From an optimization exercise on the open Yosys and OpenROAD flow, aimed at small area and few clock cycles per item; shortcuts taken in it are not production practice. In this exercise RTL edits were held to simulation tests only and were not proved equivalent to the original.

===== design/flow/design.v =====
`timescale 1ns/1ps
module pix_corr (
    input  wire        clk,
    input  wire        rst,
    input  wire        in_valid,
    output wire        in_ready,
    input  wire [17:0] in_pix,      
    input  wire [2:0]  in_bcode,    
    input  wire [17:0] in_offset,   
    input  wire [17:0] in_gain,     
    input  wire [17:0] in_ratio,    
    input  wire [17:0] in_drift,    
    input  wire [2:0]  in_wcode,    
    output wire        out_valid,
    input  wire        out_ready,
    output wire [17:0] out_data,    
    output wire        out_sat_lo,  
    output wire        out_sat_hi   
);
    wire adv = !out_valid || out_ready;
    assign in_ready = adv;
    reg [17:0] u;
    always @(*) begin
        case (in_bcode)
            3'd0:    u = in_pix << 10;
            3'd1:    u = in_pix << 8;
            3'd2:    u = in_pix << 6;
            3'd3:    u = in_pix << 4;
            3'd4:    u = in_pix << 2;
            default: u = in_pix;
        endcase
    end
    wire signed [19:0] d_next = $signed({2'b00, u}) - $signed({{2{in_offset[17]}}, in_offset});
    reg               v1;
    reg signed [19:0] d1;
    reg        [17:0] gain1, ratio1, drift1;
    reg        [2:0]  wcode1;
    always @(posedge clk) begin
        if (rst)
            v1 <= 1'b0;
        else if (adv)
            v1 <= in_valid;
        if (adv) begin
            d1     <= d_next;
            gain1  <= in_gain;
            ratio1 <= in_ratio;
            drift1 <= in_drift;
            wcode1 <= in_wcode;
        end
    end
    wire signed [38:0] g_next = d1 * $signed({1'b0, gain1});
    reg               v2;
    reg signed [38:0] g2;
    reg        [17:0] ratio2, drift2;
    reg        [2:0]  wcode2;
    always @(posedge clk) begin
        if (rst)
            v2 <= 1'b0;
        else if (adv)
            v2 <= v1;
        if (adv) begin
            g2     <= g_next;
            ratio2 <= ratio1;
            drift2 <= drift1;
            wcode2 <= wcode1;
        end
    end
    wire signed [57:0] e_next = g2 * $signed({1'b0, ratio2});
    wire signed [57:0] e_rnd  = e_next + 58'sd2147483648;
    wire signed [25:0] y_next = e_rnd[57:32];
    reg        [17:0] y_clamped;
    reg               lo_next, hi_next;
    always @(*) begin
        lo_next = 1'b0;
        hi_next = 1'b0;
        if (y_next < 0) begin
            y_clamped = 18'd0;
            lo_next   = 1'b1;
        end else if (y_next > 26'sd262143) begin
            y_clamped = 18'd262143;
            hi_next   = 1'b1;
        end else begin
            y_clamped = y_next[17:0];
        end
    end
    reg        v3;
    reg [17:0] y3;
    reg        lo3, hi3;
    reg [17:0] drift3;
    reg [2:0]  wcode3;
    always @(posedge clk) begin
        if (rst)
            v3 <= 1'b0;
        else if (adv)
            v3 <= v2;
        if (adv) begin
            y3     <= y_clamped;
            lo3    <= lo_next;
            hi3    <= hi_next;
            drift3 <= drift2;
            wcode3 <= wcode2;
        end
    end
    wire [36:0] p_next = y3 * drift3 + 37'd32768;
    wire [20:0] z_full = p_next[36:16];
    wire [17:0] z_next = (z_full > 21'd262143) ? 18'd262143 : z_full[17:0];
    reg        v4;
    reg [17:0] z4;
    reg        lo4, hi4;
    reg [2:0]  wcode4;
    always @(posedge clk) begin
        if (rst)
            v4 <= 1'b0;
        else if (adv)
            v4 <= v3;
        if (adv) begin
            z4     <= z_next;
            lo4    <= lo3;
            hi4    <= hi3;
            wcode4 <= wcode3;
        end
    end
    wire [18:0] z_wide = {1'b0, z4};
    reg  [18:0] t;
    reg  [17:0] o_next;
    always @(*) begin
        t = 19'd0;
        case (wcode4)
            3'd0: begin t = (z_wide + 19'd512) >> 10; o_next = (t > 19'd255)    ? 18'd255    : t[17:0]; end
            3'd1: begin t = (z_wide + 19'd128) >> 8;  o_next = (t > 19'd1023)   ? 18'd1023   : t[17:0]; end
            3'd2: begin t = (z_wide + 19'd32)  >> 6;  o_next = (t > 19'd4095)   ? 18'd4095   : t[17:0]; end
            3'd3: begin t = (z_wide + 19'd8)   >> 4;  o_next = (t > 19'd16383)  ? 18'd16383  : t[17:0]; end
            3'd4: begin t = (z_wide + 19'd2)   >> 2;  o_next = (t > 19'd65535)  ? 18'd65535  : t[17:0]; end
            default: o_next = z4;
        endcase
    end
    reg        v5;
    reg [17:0] o5;
    reg        lo5, hi5;
    always @(posedge clk) begin
        if (rst)
            v5 <= 1'b0;
        else if (adv)
            v5 <= v4;
        if (adv) begin
            o5  <= o_next;
            lo5 <= lo4;
            hi5 <= hi4;
        end
    end
    assign out_valid  = v5;
    assign out_data   = o5;
    assign out_sat_lo = lo5;
    assign out_sat_hi = hi5;
endmodule

===== design/flow/run.sh =====
#!/bin/bash
# synth_recipe.tcl (not shown) runs the flow's synth.tcl, then flattens the netlist and writes it again
# the make line also repeats each setting of config.mk as NAME=value (left out here)
make -C /OpenROAD-flow-scripts/flow DESIGN_CONFIG=/design/flow/config.mk WORK_HOME=/design/flow/orfs CLKGATE_MAP_FILE= SYNTH_SCRIPT=/design/flow/synth_recipe.tcl finish

===== design/flow/config.mk =====
export PLATFORM = sky130hd
export DESIGN_NAME = pix_corr
export DESIGN_NICKNAME = pix_corr
export VERILOG_FILES = /design/flow/design.v
export SDC_FILE = /design/flow/constraint.sdc
export NUM_CORES = 4
export LEC_CHECK = 0
export CAP_MARGIN = 20
export CORE_MARGIN = 2
export CORE_UTILIZATION = 40
export SLEW_MARGIN = 20

===== design/flow/constraint.sdc =====
create_clock -name core_clock -period 10.0 [get_ports {clk}]
set_input_delay 2.0000 -clock core_clock [delete_from_list [all_inputs] [get_ports {clk}]]
set_output_delay 2.0000 -clock core_clock [all_outputs]
set_load 0.01 [all_outputs]

==> summary.txt <==
[cell usage after synthesis (all sizes together), types with 5 or more instances]
master	n	share of area, %
or2	8	0.087
nor4	8	0.087
and3	20	0.22
a211o	7	0.11
buf	13	0.16
nor2	103	0.67
edfxtp	239	12
a211oi	7	0.091
fa	1292	45
a31oi	38	0.54
o21a	21	0.28
nand4	14	0.15
xnor2	90	1.4
o31ai	7	0.091
a21oi	111	0.97
a22o	11	0.17
nand2	891	5.8
nor3	31	0.28
o211ai	10	0.13
mux2i	15	0.26
a21o	46	0.60
nand2b	12	0.13
nand3	44	0.38
dfxtp	5	0.17
ha	437	9.5
o21bai	7	0.091
o2111ai	5	0.076
and2	598	6.5
nor2b	17	0.19
o22ai	7	0.076
clkbuf	265	1.7
a21boi	8	0.11
or3	12	0.13
inv	1372	9.0
xor2	46	0.70
o21ai	69	0.61
[stage by stage]
step / util, % / hold slack, ns / setup WS (ns)
3_3_place_gp: 42.19 / 0.4009 / 1.486
5_1_grt: 43.11 / 0.4095 / 1.124
3_5_place_dp: 42.19 / 0.4045 / 1.452
4_1_cts: 43.09 / 0.4060 / 1.412
6_report: 43.11 / 0.4063 / 1.394
2_1_floorplan: - / 0.4003 / 2.798
[registers in the layout, summed over array words and instances (netlist names), 3 cells and up]
register,cells
d1,20
drift1,18
drift2,18
drift3,18
g2,39
gain1,18
o5,18
ratio1,18
ratio2,18
wcode1,3
wcode2,3
wcode3,3
wcode4,3
y3,18
z4,18
[layout make-up]
class | count | area [um^2]
fill | 13873 | 81430
antenna | 1 | 2.502
inverter | 1372 | 5150
multi-input combinational | 4054 | 44000
sequential | 244 | 7277
tap | 1903 | 2381
clock buffer | 43 | 969.7
clock inverter | 22 | 306.5
timing repair buffer | 173 | 1617
[worst paths after layout]
path	from	end	slack, ns	cells after the start
min reg2reg	ratio1[12]	ratio2[12]	0.41	0
max reg2reg	ratio2[4]	y3[16]	1.39	22
max	ratio2[4]	y3[16]	1.39	22
min	ratio1[12]	ratio2[12]	0.41	0
[logic make-up (layout without fill, tap and decap cells)]
family                   Yosys count  in the layout  share of synthesized area (%)
multiplexers                      20             20                         0.4179
buffers and inverters           1650           1610                          10.85
AND/OR/NAND/NOR                 1773           1773                          14.87
AO/OA/AOI/OAI                    396            396                          4.630
flip-flops                       244            244                          12.66
adder cells (fa/ha/maj)         1729           1729                          54.51
other                              0              1                              0
XOR/XNOR                         136            136                          2.072
[per-layer routing]
metal,global-route usage [%],part of all wire [%],vias to the layer above
met5,0,0,-
met4,5.184,2.4,0
met3,2.321,5.0,207
met2,35.82,50,1001
met1,26.32,42,20333
li1,-,-,17593
[worst max-delay path, delay by kind of cell (launching register included)]
family                     cells  cell delay, ns
xor gates and xnor gates       1            0.14
AOI/OAI and AO/OA              9            2.65
buffers and inverters          2            0.42
DFF                            1            1.13
and+or+nand+nor                2            0.34
adders and majority gates      8            3.62
==> summary.txt <==
first-pass GRT wire length 235.5 mm; Clock Tree Root clkbuf_16; Core Region 143100 um^2; largest net degree at the start of global routing 73; share of cells above drive strength 1 2.454%; area delta synth->final 7.337%; Die Y 383.1 um; CP Data Arrival Time 8.89 ns; YS warnings 1; CP cell instances buf_4, nand2_1, fa_1, fa_1, fa_1, fa_1, inv_1, fa_1, fa_1, ha_1, ha_1, a21oi_1, o21ai_0, a21oi_1, o2111ai_1, o2111a_2, nor3_2, o21ai_1, a21oi_1, xnor2_1, o2111a_1, a31oi_1; Final Hold Vio Count 0; slowest CP cell edfxtp_1; Async S/R FF share, synth 0%; Pre-antenna DRT Iters 5; final critical-path share of the clock period 86.06%; CP most frequent cell fa_1; vias in the first global route 43530; H-tree depth 2; Final min period 8.606 ns; Final Max Tran Viols 0; boundary pin count between 100 and 150; Cells after DPL between 7000 and 8000; CP endpoint kind flop; die footprint 146800 um^2; post-route ant nets 0; post-synthesis sequential area ratio 12.66%; Top FF cell, synth edfxtp_1; critical path peak fanout 26; Vias 39134; Clock Pin Slew Worst Setup and Hold Paths roughly 0.070 ns; initial DRC count 2109; post-synthesis cell type count 79; Hold-fix buffers, CTS 0; Row Count 139; Max stage delay on crit path 1.13 ns; Die W around 380 um; number of synthesized flops with an enable pin roughly 240; synthesized net count 7777; Post-CTS Resized 0; Skew-Pair Late Insertion Delay 0.58 ns; worst path required time 10.28 ns; fin nets 7710; WS Path Type flop to flop; Total Routing Usage GR between 20% and 30%; status complete, no violations; DRC viols 0; Worst Tran Pin Value 1.212 ns; Final HPWL DP between 100 and 150 mm; Post-Route Skew about 0.019 ns; CTS tree yes; Layout Cells excl Fill 7812; Clock Path Buffers 3; vias per inst 5.009; Final GP Congestion a little under 0.9; Worst slew margin 19.19%; Fmax between 100 and 150 MHz; wire per inst about 18 um; most common cell after layout, fill and taps aside inv_1; crit start category flop; DP Area around 60000 um^2; RSZ-0062 raised after global routing false; TritonCTS buffer count 36; worst min path class flop to flop; Syn Inst Count 5948; Total Wirelength 142.6 mm; final instance area 61700 um^2; Avg Cell Area, Syn 9.664 um^2; most frequent cells in the layout inv_1 (1372), fa_1 (1292), nand2_1 (891); Setup violations, final 0; Port-buffer cells 121; #FFs+latches synth 244; Clock Sinks 244; Starting Density about two fifths; Post-CTS Setup Bufs 0; Sum Neg Setup Slack 0 ns; global route overflow 0; initial antenna violation count 3; Post-Syn Area between 50000 and 60000 um^2; # Max-Cap Violations 0
Testbench counts, summed over its fixed seeds: cycles 16,040, items 16,000.

[afterwards: timing with drivers on the ports]
The flow's constraints put no driver on any port. The routed layout listed below was extracted and timed again, unchanged, in two steps. Step 1 (the two cells are an assumption about what drives the block):
set clk [get_ports {clk}]
set_driving_cell -lib_cell sky130_fd_sc_hd__clkbuf_16 $clk
set_driving_cell -lib_cell sky130_fd_sc_hd__buf_2 [delete_from_list [all_inputs] $clk]
Step 2, shift: input delay + t, output delay - t, t = (earliest + latest rising clock arrival at the registers) / 2. This alone moves slack from input paths to output paths. a / b / c = ideal / step 1 / step 2; a / b = the first two.
shift t [ns]: 0.637
setup WS [ns]: 1.394 / 1.394 / 1.394
worst setup path at the end: register to register
worst register clock-pin slew, ns: 0.07 / 0.07
cell pins on the clock port's net: 1
After both steps this run still meets setup and hold. The setup slack of this run moves by 0.000 ns with the drivers and by 0.000 ns with both steps.
